Context: an optimization exercise on an open-source flow, tuned for small area, a short achievable clock period and few clock cycles per item. The choices shown serve that exercise and are no tape-out recipe. In this exercise RTL edits were held to simulation tests only and were not proved equivalent to the original.

Setup of v46:
Design wire_model, start of the top module:
module wire_model (
    input  wire        clk,
    input  wire        rst,
    input  wire        cfg_we,
    input  wire [3:0]  cfg_ch,
    input  wire [15:0] cfg_k,
    input  wire [15:0] cfg_alpha,
    input  wire [15:0] cfg_tlim,
    input  wire        clr,
    input  wire [3:0]  clr_ch,
    input  wire        s_valid,
    output wire        s_ready,
    input  wire [3:0]  s_ch,
    input  wire [15:0] s_irms,
    input  wire [15:0] s_tref,
    output reg         r_valid,
    output reg  [3:0]  r_ch,
    output wire [31:0] r_dt,
    output reg  [16:0] r_temp,
    output reg         r_warn,
    output reg         r_latch,
    output reg         r_cool,
    output reg         r_trip
);
Size: roughly 1800 flip-flops, roughly 160 I/O pins.
==> flow/config.mk <==
export PLATFORM = sky130hd
export DESIGN_NAME = wire_model
export DESIGN_NICKNAME = wire_model
export VERILOG_FILES = /design/flow/design.v
export SDC_FILE = /design/flow/constraint.sdc
export NUM_CORES = 4
export LEC_CHECK = 0
export ABC_AREA = 1
export CAP_MARGIN = 20
export CORE_MARGIN = 2
export CORE_UTILIZATION = 65
export CTS_CLUSTER_DIAMETER = 80
export CTS_CLUSTER_SIZE = 26
export PLACE_DENSITY = 0.72
export SLEW_MARGIN = 20
==> flow/constraint.sdc <==
create_clock -name core_clock -period 33.0 [get_ports {clk}]
set_input_delay 6.6000 -clock core_clock [delete_from_list [all_inputs] [get_ports {clk}]]
set_output_delay 6.6000 -clock core_clock [all_outputs]
set_load 0.01 [all_outputs]
standard.sh (not shown) runs the stock make flow with config.mk's settings and CLKGATE_MAP_FILE= SYNTH_SCRIPT=/design/flow/synth_recipe.tcl, a recipe that flattens the netlist after the stock synthesis.
==> flow/flow/run.sh <==
#!/bin/bash
# The standard layout (standard.sh: ORFS synthesis to finish), with two
# changes:
#  - ABC's area script (used with ABC_AREA=1) maps twice with a delay target
#    of 4000 ps ("map -D 4000", and the sizing steps too), so that ABC recovers area on paths faster than
#    that; everything else in the synthesis, and every register, is as in
#    the standard synthesis. The ORFS scripts are copied into abcscripts/
#    with only abc_area.script replaced.
#  - the port buffers are plain sky130_fd_sc_hd__buf_2 cells instead of the
#    delay cell the resizer picks by default; every port still gets its own
#    buffer.
# make's full output goes to standard.log here; ORFS keeps each step's log
# under orfs/logs/.
set -euo pipefail
rm -rf abcscripts
cp -r "$FLOW_HOME/scripts" abcscripts
printf 'strash\ndch -f\nmap -D 4000 -B 0.9\ntopo\nstime -c\nbuffer -c\nupsize -c -D 4000\ndnsize -c -D 4000\nstrash\ndch -f\nmap -D 4000 -B 0.9\ntopo\nstime -c\nbuffer -c\nupsize -c -D 4000\ndnsize -c -D 4000\n' > abcscripts/abc_area.script
export BUFFER_PORTS_ARGS="-buffer_cell sky130_fd_sc_hd__buf_2"
bash standard.sh SCRIPTS_DIR="$PWD/abcscripts" > standard.log 2>&1
Testbench counts of v46, summed over its fixed seeds: cycles 16,424, samples 16,384.
Here is what was changed in the inputs of v3 compared with v46.
--- a/flow/flow/run.sh
+++ b/flow/flow/run.sh
@@ -3,4 +3,4 @@
 # changes:
-#  - ABC's area script (used with ABC_AREA=1) maps twice with a delay target
-#    of 4000 ps ("map -D 4000", and the sizing steps too), so that ABC recovers area on paths faster than
+#  - ABC's area script (used with ABC_AREA=1) maps with a delay target of
+#    5000 ps ("map -D 5000"), so that ABC recovers area on paths faster than
 #    that; everything else in the synthesis, and every register, is as in
@@ -16,3 +16,3 @@
 cp -r "$FLOW_HOME/scripts" abcscripts
-printf 'strash\ndch -f\nmap -D 4000 -B 0.9\ntopo\nstime -c\nbuffer -c\nupsize -c -D 4000\ndnsize -c -D 4000\nstrash\ndch -f\nmap -D 4000 -B 0.9\ntopo\nstime -c\nbuffer -c\nupsize -c -D 4000\ndnsize -c -D 4000\n' > abcscripts/abc_area.script
+printf 'strash\ndch -f\nmap -D 5000 -B 0.9\ntopo\nstime -c\nbuffer -c\nupsize -c\ndnsize -c\n' > abcscripts/abc_area.script
 export BUFFER_PORTS_ARGS="-buffer_cell sky130_fd_sc_hd__buf_2"
## What came out
Going from v46 to v3, non-clock buffer contribution to total cell area now sits at about the same level; clock-cell share of area closely matched the old numbers.
#### Input delta (v14 over v3)
==> flow/flow/run.sh <==
#!/bin/bash
# The standard layout (standard.sh: ORFS synthesis to finish), with two
# changes:
#  - ABC's area script (used with ABC_AREA=1) maps for area with "map -a"
#    after "dch -f"; everything else in the synthesis, and every register,
#    is as in the standard synthesis. The ORFS scripts are copied into
#    abcscripts/ with only abc_area.script replaced.
#  - the port buffers are plain sky130_fd_sc_hd__buf_2 cells instead of the
#    delay cell the resizer picks by default; every port still gets its own
#    buffer.
# make's full output goes to standard.log here; ORFS keeps each step's log
# under orfs/logs/.
set -euo pipefail
rm -rf abcscripts
cp -r "$FLOW_HOME/scripts" abcscripts
printf 'strash\ndch -f\nmap -a -B 0.9\ntopo\nstime -c\nbuffer -c\nupsize -c\ndnsize -c\n' > abcscripts/abc_area.script
export BUFFER_PORTS_ARGS="-buffer_cell sky130_fd_sc_hd__buf_2"
bash standard.sh SCRIPTS_DIR="$PWD/abcscripts" > standard.log 2>&1
--- outcome ---
- v14 | status: complete | timing, DRC, antenna: pass
- Summary of v14 over v3: final standard cell area without fillers shows no meaningful change; full die area neither gained nor lost much; number of violations reported at the end of detailed-routing iteration 0 now smaller; share of the clock period used by the worst path essentially unchanged; count of flip-flops with a built-in enable after synthesis neither gained nor lost much.
- On post-detailed-placement half-perimeter wirelength, v14 does better than v3.
- Diff v3..v14 | sequential share of layout area | negligible
- Between v14 and v3, the setup slack after layout is higher for v14.
## Diff of input files: v36 against v14
==> flow/flow/run.sh <==
#!/bin/bash
# The standard layout (standard.sh: ORFS synthesis to finish), with two
# changes:
#  - ABC's area script (used with ABC_AREA=1) maps with a delay target of
#    4000 ps ("map -D 4000", and the sizing steps too), so that ABC recovers area on paths faster than
#    that; everything else in the synthesis, and every register, is as in
#    the standard synthesis. The ORFS scripts are copied into abcscripts/
#    with only abc_area.script replaced.
#  - the port buffers are plain sky130_fd_sc_hd__buf_2 cells instead of the
#    delay cell the resizer picks by default; every port still gets its own
#    buffer.
# make's full output goes to standard.log here; ORFS keeps each step's log
# under orfs/logs/.
set -euo pipefail
rm -rf abcscripts
cp -r "$FLOW_HOME/scripts" abcscripts
printf 'strash\ndch -f\nmap -D 4000 -B 0.9\ntopo\nstime -c\nbuffer -c\nupsize -c -D 4000\ndnsize -c -D 4000\n' > abcscripts/abc_area.script
export BUFFER_PORTS_ARGS="-buffer_cell sky130_fd_sc_hd__buf_2"
bash standard.sh SCRIPTS_DIR="$PWD/abcscripts" > standard.log 2>&1
v36 vs. v14: synthesized area held steady; arrival time at the worst endpoint held steady; wire length of the first global-routing pass increased by 3.1% relative to the old numbers; final critical delay including setup and external delays fell by 0.0067 ns.
Run comparison: v14 uppermost metal layer occupied by signal nets met5; v36 uppermost metal layer occupied by signal nets met4
Final wirelength in v36 vs v14: up 3.0%
Count of buffers not belonging to the clock network in the layout (v36 vs. v14) increases by a few percent
What v18 does differently from v36 at the input level:
==> flow/flow/run.sh <==
#!/bin/bash
# The standard layout (standard.sh: ORFS synthesis to finish), with one
# change: the port buffers are plain sky130_fd_sc_hd__buf_2 cells instead of
# the delay cell the resizer picks by default. Every port still gets its own
# buffer. make's full output goes to standard.log here; ORFS keeps each
# step's log under orfs/logs/.
set -euo pipefail
export BUFFER_PORTS_ARGS="-buffer_cell sky130_fd_sc_hd__buf_2"
bash standard.sh > standard.log 2>&1
Findings:
- Max synthesized-area fraction occupied by ao, oa, aoi and oai cells across v18 and v36: v36
- Cell depth of the worst flop-to-flop path of v18 exceeds that of v36 by a few percent.
- Compared with v36, in v18 global-route usage held, non-clock buffer total of the final layout went down about 5%, setup slack went up 0.0044 ns, top achievable clock speed held, synthesized area went up about 1.5%.
- Diff v18 and v36: full die area lower in v36

afterwards: timing with drivers on the ports:
How much do the figures lean on ideal ports? The routed layouts below were timed once more, with nothing changed but the port constraints. Step 1 sets driving cells, clkbuf_16 on the clock port and buf_2 on the other inputs (assumed; they add their load-dependent delay and slew). Step 2 moves the port delays by t, midway between the first and last clock arrival at a register: inputs arrive t later, outputs are due t later. That takes back most of the time a late clock gives input paths. Slacks: no drivers / after step 1 / after step 2; pairs: no drivers / after step 1.
run	t, ns	slack for setup (ns)	latest minus earliest clock arrival (ns)
v46	0.806	25.142 / 25.064 / 25.455	0.054 / 0.054
v3	0.799	25.110 / 25.034 / 25.425	0.083 / 0.084
v14	0.797	25.154 / 25.079 / 25.208	0.036 / 0.036
v36	0.821	25.160 / 25.077 / 25.334	0.050 / 0.050
v18	0.827	25.165 / 25.079 / 25.327	0.068 / 0.068
After both steps setup and hold are still met in every run listed.
